What follows belongs to an exercise in optimizing a design on an open flow for small area, a short achievable clock period and few clock cycles; a production flow would make more cautious choices.
Function was checked by simulation only, so behaviour that the tests miss may differ from the original.

==> design.v <==
module lst_stamp_unit (
    input  wire        clk,
    input  wire        rst,
    input  wire        start,
    output wire        ready,
    input  wire [63:0] p0_i,
    input  wire [15:0] pass_i,
    input  wire [31:0] v_i,
    input  wire [47:0] t0_i,
    input  wire [47:0] tpp_i,
    input  wire [15:0] alpha_i,
    input  wire [15:0] beta_i,
    input  wire [31:0] vlo_i,
    input  wire [31:0] vhi_i,
    input  wire [31:0] gate_i,
    input  wire [47:0] ts_i,
    input  wire [15:0] zpass_i,
    input  wire [47:0] zfine_i,
    output reg         done,
    output reg         accept,
    output reg  [1:0]  reason,
    output reg         clamp,
    output reg  [63:0] p0_o,
    output reg  [15:0] pass_o,
    output reg  [31:0] v_o,
    output reg  [47:0] t0_o,
    output reg  [31:0] resid_o,
    output reg         resid_upd
);
    localparam [2:0] S_IDLE = 3'd0,
                     S_PRED = 3'd1,
                     S_DIV1 = 3'd2,
                     S_GATE = 3'd3,
                     S_DIV2 = 3'd4,
                     S_VUPD = 3'd5,
                     S_RES  = 3'd6;
    localparam [1:0] R_OK = 2'd0, R_DT = 2'd1, R_PASS = 2'd2, R_GATE = 2'd3;
    reg [2:0] state;
    reg [63:0] p0;
    reg [15:0] pass0;
    reg [31:0] v;
    reg [47:0] t0;
    reg [47:0] tpp;
    reg [15:0] alpha;
    reg [15:0] beta;
    reg [31:0] vlo;
    reg [31:0] vhi;
    reg [31:0] gate;
    reg [47:0] ts;
    reg [15:0] zpass;
    reg [47:0] zfine;
    reg [15:0] pred_lo;       
    reg        r_neg;         
    reg [63:0] p0_new;
    reg [15:0] pass_pred_q;   
    reg [63:0] fine_q;        
    reg        dpass_ok_q;
    reg signed [66:0] r_q;    
    reg [15:0] pass_new;
    reg [63:0] div_quo;
    reg [47:0] div_rem;
    reg [47:0] div_den;
    reg [6:0]  div_cnt;
    wire [48:0] div_sh   = {div_rem, div_quo[63]};
    wire [49:0] div_diff = {1'b0, div_sh} - {2'b00, div_den};
    wire        div_ge   = ~div_diff[49];
    wire [47:0] div_rem_n = div_ge ? div_diff[47:0] : div_sh[47:0];
    wire [63:0] div_quo_n = {div_quo[62:0], div_ge};
    assign ready = (state == S_IDLE);
    wire [47:0] dt     = ts - t0;
    wire        dt_bad = (dt == 48'd0) || dt[47];
    wire [79:0] pred   = {16'd0, p0} + {32'd0, v} * {32'd0, dt};
    wire [15:0] pass_pred = pass0 + div_quo[15:0];
    wire [63:0] fine      = {div_rem, pred_lo};
    wire [15:0] dpass     = zpass - pass_pred;
    wire        dpass_ok  = (dpass == 16'h0000) || (dpass == 16'h0001) ||
                            (dpass == 16'hFFFF);
    reg  signed [66:0] zpos;
    always @(*) begin
        case (dpass)
            16'h0001: zpos = $signed({19'd0, zfine}) + $signed({19'd0, tpp});
            16'hFFFF: zpos = $signed({19'd0, zfine}) - $signed({19'd0, tpp});
            default:  zpos = $signed({19'd0, zfine});
        endcase
    end
    wire signed [66:0] r_res  = (zpos <<< 16) - $signed({3'd0, fine});
    wire signed [66:0] r      = r_q;
    wire        [66:0] r_abs  = r[66] ? -r : r;
    wire               gate_ok = (r_abs <= {19'd0, gate, 16'd0});
    wire signed [50:0] r_tick = r[66:16];
    reg         [31:0] resid_sat;
    always @(*) begin
        if (r_tick > 51'sh7FFF_FFFF)
            resid_sat = 32'h7FFF_FFFF;
        else if (r_tick < -51'sh7FFF_FFFF)
            resid_sat = 32'h8000_0001;
        else
            resid_sat = r_tick[31:0];
    end
    wire signed [48:0] r_s     = r[48:0];
    wire signed [65:0] ar      = $signed({1'b0, alpha}) * r_s;
    wire signed [49:0] ar_sh   = ar[65:16];
    wire signed [66:0] p_sum   = $signed({3'd0, fine_q}) + ar_sh;
    wire        [66:0] tt      = {3'd0, tpp, 16'd0};
    wire signed [66:0] p_lo    = p_sum + $signed(tt);
    wire signed [66:0] p_hi    = p_sum - $signed(tt);
    wire        [47:0] r_mag   = r_abs[47:0];
    wire        [63:0] br      = {48'd0, beta} * {16'd0, r_mag};
    wire        [47:0] br_sh   = br[63:16];
    wire signed [50:0] v_sum  = r_neg ? $signed({19'd0, v}) - $signed({3'd0, div_quo[47:0]})
                                      : $signed({19'd0, v}) + $signed({3'd0, div_quo[47:0]});
    wire               v_low  = v_sum < $signed({19'd0, vlo});
    wire               v_high = v_sum > $signed({19'd0, vhi});
    always @(posedge clk) begin
        if (rst) begin
            state     <= S_IDLE;
            done      <= 1'b0;
            accept    <= 1'b0;
            reason    <= R_OK;
            clamp     <= 1'b0;
            p0_o      <= 64'd0;
            pass_o    <= 16'd0;
            v_o       <= 32'd0;
            t0_o      <= 48'd0;
            resid_o   <= 32'd0;
            resid_upd <= 1'b0;
        end else begin
            done <= 1'b0;
            case (state)
                S_IDLE: begin
                    if (start) begin
                        p0    <= p0_i;
                        pass0 <= pass_i;
                        v     <= v_i;
                        t0    <= t0_i;
                        tpp   <= tpp_i;
                        alpha <= alpha_i;
                        beta  <= beta_i;
                        vlo   <= vlo_i;
                        vhi   <= vhi_i;
                        gate  <= gate_i;
                        ts    <= ts_i;
                        zpass <= zpass_i;
                        zfine <= zfine_i;
                        state <= S_PRED;
                    end
                end
                S_PRED: begin
                    if (dt_bad) begin
                        done      <= 1'b1;
                        accept    <= 1'b0;
                        reason    <= R_DT;
                        clamp     <= 1'b0;
                        p0_o      <= p0;
                        pass_o    <= pass0;
                        v_o       <= v;
                        t0_o      <= t0;
                        resid_o   <= 32'd0;
                        resid_upd <= 1'b0;
                        state     <= S_IDLE;
                    end else begin
                        pred_lo <= pred[15:0];
                        div_quo <= pred[79:16];
                        div_rem <= 48'd0;
                        div_den <= tpp;
                        div_cnt <= 7'd0;
                        state   <= S_DIV1;
                    end
                end
                S_DIV1: begin
                    div_quo <= div_quo_n;
                    div_rem <= div_rem_n;
                    div_cnt <= div_cnt + 7'd1;
                    if (div_cnt == 7'd63)
                        state <= S_RES;
                end
                S_RES: begin
                    pass_pred_q <= pass_pred;
                    fine_q      <= fine;
                    dpass_ok_q  <= dpass_ok;
                    r_q         <= r_res;
                    state       <= S_GATE;
                end
                S_GATE: begin
                    if (!dpass_ok_q || !gate_ok) begin
                        done      <= 1'b1;
                        accept    <= 1'b0;
                        reason    <= dpass_ok_q ? R_GATE : R_PASS;
                        clamp     <= 1'b0;
                        p0_o      <= p0;
                        pass_o    <= pass0;
                        v_o       <= v;
                        t0_o      <= t0;
                        resid_o   <= dpass_ok_q ? resid_sat : 32'h8000_0000;
                        resid_upd <= 1'b1;
                        state     <= S_IDLE;
                    end else begin
                        resid_o <= resid_sat;
                        r_neg   <= r[66];
                        if (p_sum < 0) begin
                            p0_new   <= p_lo[63:0];
                            pass_new <= pass_pred_q - 16'd1;
                        end else if (p_sum >= $signed(tt)) begin
                            p0_new   <= p_hi[63:0];
                            pass_new <= pass_pred_q + 16'd1;
                        end else begin
                            p0_new   <= p_sum[63:0];
                            pass_new <= pass_pred_q;
                        end
                        div_quo <= {16'd0, br_sh};
                        div_rem <= 48'd0;
                        div_den <= dt;
                        div_cnt <= 7'd0;
                        state   <= S_DIV2;
                    end
                end
                S_DIV2: begin
                    div_quo <= div_quo_n;
                    div_rem <= div_rem_n;
                    div_cnt <= div_cnt + 7'd1;
                    if (div_cnt == 7'd63)
                        state <= S_VUPD;
                end
                S_VUPD: begin
                    done      <= 1'b1;
                    accept    <= 1'b1;
                    reason    <= R_OK;
                    clamp     <= v_low || v_high;
                    p0_o      <= p0_new;
                    pass_o    <= pass_new;
                    v_o       <= v_low ? vlo : (v_high ? vhi : v_sum[31:0]);
                    t0_o      <= ts;
                    resid_upd <= 1'b1;
                    state     <= S_IDLE;
                end
                default: state <= S_IDLE;
            endcase
        end
    end
endmodule
==> run.sh <==
#!/bin/bash
# synth_recipe.tcl (not shown) runs the flow's synth.tcl, then flattens the netlist and writes it again
# the make line also repeats each setting of config.mk as NAME=value (left out here)
make -C /OpenROAD-flow-scripts/flow DESIGN_CONFIG=/design/flow/config.mk WORK_HOME=/design/flow/orfs CLKGATE_MAP_FILE= SYNTH_SCRIPT=/design/flow/synth_recipe.tcl finish
==> config.mk <==
export PLATFORM = sky130hd
export DESIGN_NAME = lst_stamp_unit
export DESIGN_NICKNAME = lst_stamp_unit
export VERILOG_FILES = /design/flow/design.v
export SDC_FILE = /design/flow/constraint.sdc
export NUM_CORES = 4
export LEC_CHECK = 0
export CAP_MARGIN = 20
export CORE_MARGIN = 2
export CORE_UTILIZATION = 40
export SLEW_MARGIN = 20
==> constraint.sdc <==
create_clock -name core_clock -period 15.0 [get_ports {clk}]
set_input_delay 3.0000 -clock core_clock [delete_from_list [all_inputs] [get_ports {clk}]]
set_output_delay 3.0000 -clock core_clock [all_outputs]
set_load 0.01 [all_outputs]
==> results.txt <==
-- Yosys cell counts, types with 28 or more instances --
master and count:
nand4_1 110, edfxtp_1 859, a311oi_1 148, o211ai_1 52, or2_2 36, or4_1 51
o31ai_1 89, nor2b_1 135, xnor2_1 347, nand2b_1 101, ha_1 1145, dfxtp_1 201
nand2_1 3237, a221oi_1 31, xor2_1 161, nand3_1 159, inv_1 3323, a21o_1 355
buf_2 35, clkbuf_1 912, or3_1 56, o221ai_1 61, and2_1 661, a31oi_1 88
a21oi_1 778, a22oi_1 56, and3_1 91, o2bb2ai_1 39, nor3_1 209, nor4_1 79
o21bai_1 135, fa_1 2817, a211oi_1 99, nor2_1 695, a31o_2 28, o22ai_1 60
o21ai_0 487, buf_1 49, a221o_1 62, o21a_1 79
-- routing by layer --
| metal | global-route usage | vias to the layer above | part of all wire |
|---|---|---|---|
| met2 | 0.468 | 6330 | 0.44 |
| met5 | 0 | - | 0.00025 |
| met1 | 0.404 | 70300 | 0.41 |
| li1 | - | 60300 | - |
| met4 | 0.153 | 26 | 0.061 |
| met3 | 0.0585 | 1213 | 0.088 |
-- worst max-delay path, delay by kind of cell, from the launching register on --
kind / cells / cell delay [ns]
compound gates: 21 / 4.68
fa+ha+maj: 9 / 3.88
simple gates: 12 / 3.24
buf+inv: 10 / 1.29
flops: 1 / 0.55
xor+xnor: 2 / 0.48
-- cells by family after synthesis --
kind of cell | Yosys count | synth area share
fa+ha+maj | 3962 | 0.422
flops | 1060 | 0.178
compound gates | 2977 | 0.120
simple gates | 5722 | 0.154
mux | 33 | 0.00202
xor+xnor | 508 | 0.0265
buf+inv | 4329 | 0.0975
-- state kept, by name, indices dropped and copies added (netlist names), 32 cells and up --
name and count:
r_q 66, div_quo 64, fine_q 64, p0 64
p0_new 64, p0_o 64, div_den 48, div_rem 48
t0 48, t0_o 48, tpp 48, ts 48
zfine 48, gate 32, resid_o 32, v 32
v_o 32, vhi 32, vlo 32
-- what timing repair did --
item	4_1_cts	5_1_grt
buffers inserted	7	30
cloned	0	0
pin swaps	0	1
setup endpoints to repair	64	64
resized for setup	2	21
-- metrics by stage --
stage	setup WS [ns]	setup TNS, ns	area (sq um)	cells	hold slack, ns
finish	0.642	0	187000	24600	0.464
global route	-0.0199	-0.0332	187000	24500	0.486
CTS	0.0728	0	187000	24500	0.463
detailed placement	-0.339	-14.34	182000	24200	0.445
global placement	-0.221	-7.98	182000	24200	0.438
floorplan	0.390	0	168000	18600	0.441
-- area by class of cell --
class	count	area, sq um
clock inverter	83	782
multi-input combinational	13200	122000
inverter	3323	12500
sequential	1060	29800
antenna	16	40.0
tap	5497	6880
fill	40800	230000
timing repair buffer	1202	10800
clock buffer	172	3850
-- worst paths after layout --
path | slack [ns] | cells past startpoint | end | startpoint
max | 0.64 | 54 | pass_new[15] | alpha[5]
min | 0.46 | 1 | resid_o[18] | resid_o[18]
max reg2reg | 0.64 | 54 | pass_new[15] | alpha[5]
min reg2reg | 0.46 | 1 | resid_o[18] | resid_o[18]
==> reports/metrics.cfg <==
[status]
status=finished clean

[layout]
utilization=0.449
final_cell_mix=3323 x inv_1, 3235 x nand2_1, 2816 x fa_1, 1144 x ha_1, 859 x edfxtp_1
syn_to_final_growth_pct=11.7
drive_gt1_frac=0.0531
final_common_cell=inv_1
fin_nets=23300

[timing]
period_share=0.957
setup_violations=0
worstMarginPinSlew_ns=1.13
final.setup_skew_ns=0.101
max_freq_ghz=0.0696
max_slew_margin=0.239
period_needed_ns=14.36
hold_violations=0
slew_violations=0

[grt]
grt_usage=0.303
grt_pass1_wl_microns=950000
overflow=0
antenna_found_initial=56
grt_pass1_vias=140000
grt_max_degree=163

[worst_setup_path]
critPathKind=reg -> reg
max_stage_delay_ns=0.60
cp.required_ns=15.63
worstSetupEndpointType=register
critPathLaunchType=register
slowest_stage=a311oi_1
path_max_fanout=8
crit_arrival_ns=14.99

[clocking]
clock_latency_ns=0.92
cts_tree=done
cts.reportedPaths.clkPinSlew_ns=0.06
hold_buffers=0
cts_num_sinks=1060
cts_buffers=142
cts_root_buf=clkbuf_16
h-tree-depth=4
cts_buffer_depth=4

[logic_synthesis]
syn_inst=18600
yosysUniqueCellTypes=106
async_flop_share=0
ys_top_cells_by_area=fa_1 34%, edfxtp_1 15%, ha_1 8.5%, inv_1 7.4%, nand2_1 7.2%
synth-main-ff-cell=edfxtp_1
syn_nets=23000
synth-edff-count=859
ys_seq_area_frac=0.178
syn-cell-area_sq_mm=0.168
synth-seq-cells=1060
syn_avg_cell_area_sq_um=9.02
synth_warnings=1
synth.largest_area_cell=fa_1
synth_top_area_share=0.336

[floorplanning]
ios=650
initial_core_util=0.402
core-area_sq_mm=0.417
fp.dieW_microns=651
dieArea_sq_mm=0.424
die_y_microns=651
rows=237

[worst_hold_path]
hold_class=reg -> reg

[route]
dr.pass1.iters=8
num_vias=138000
drc=0
drtIter0Drc=13000
drt-total-wl_microns=645000
detail-route-antenna-nets=0
via_per_inst=5.62
wire_per_inst_microns=26.2

[job]
cap_violations=0

[placement]
gp_congestion=0.994
place_hpwl_microns=514000
numPortBuffers=649

Testbench counts, summed over its fixed seeds: cycles 403,906.

port drivers added, routing unchanged:
In the flow no input, the clock included, has a driving cell. The finished layout below was timed again as built, in two steps.
Step 1 (the two cells are an assumption about what drives the block):
set clk [get_ports {clk}]
set_driving_cell -lib_cell sky130_fd_sc_hd__clkbuf_16 $clk
set_driving_cell -lib_cell sky130_fd_sc_hd__buf_2 [delete_from_list [all_inputs] $clk]
Step 2 times the ports against the registers' clock, not the clock port: input delays grow and output delays shrink by t, the midpoint of the rising clock arrivals with the driver on.
a / b / c = ideal ports / drivers / drivers and shift; a / b = the first two.
t (ns): 0.988
setup WS [ns]: 0.642 / 0.642 / 0.642
worst hold slack (ns): 0.464 / 0.464 / 0.464
latest minus earliest clock arrival (ns): 0.101 / 0.101
pins driven straight from the clock port: 1
After both steps this run still meets setup and hold. For this run, drivers alone change the setup slack by 0.000 ns; drivers and shift together by 0.000 ns.
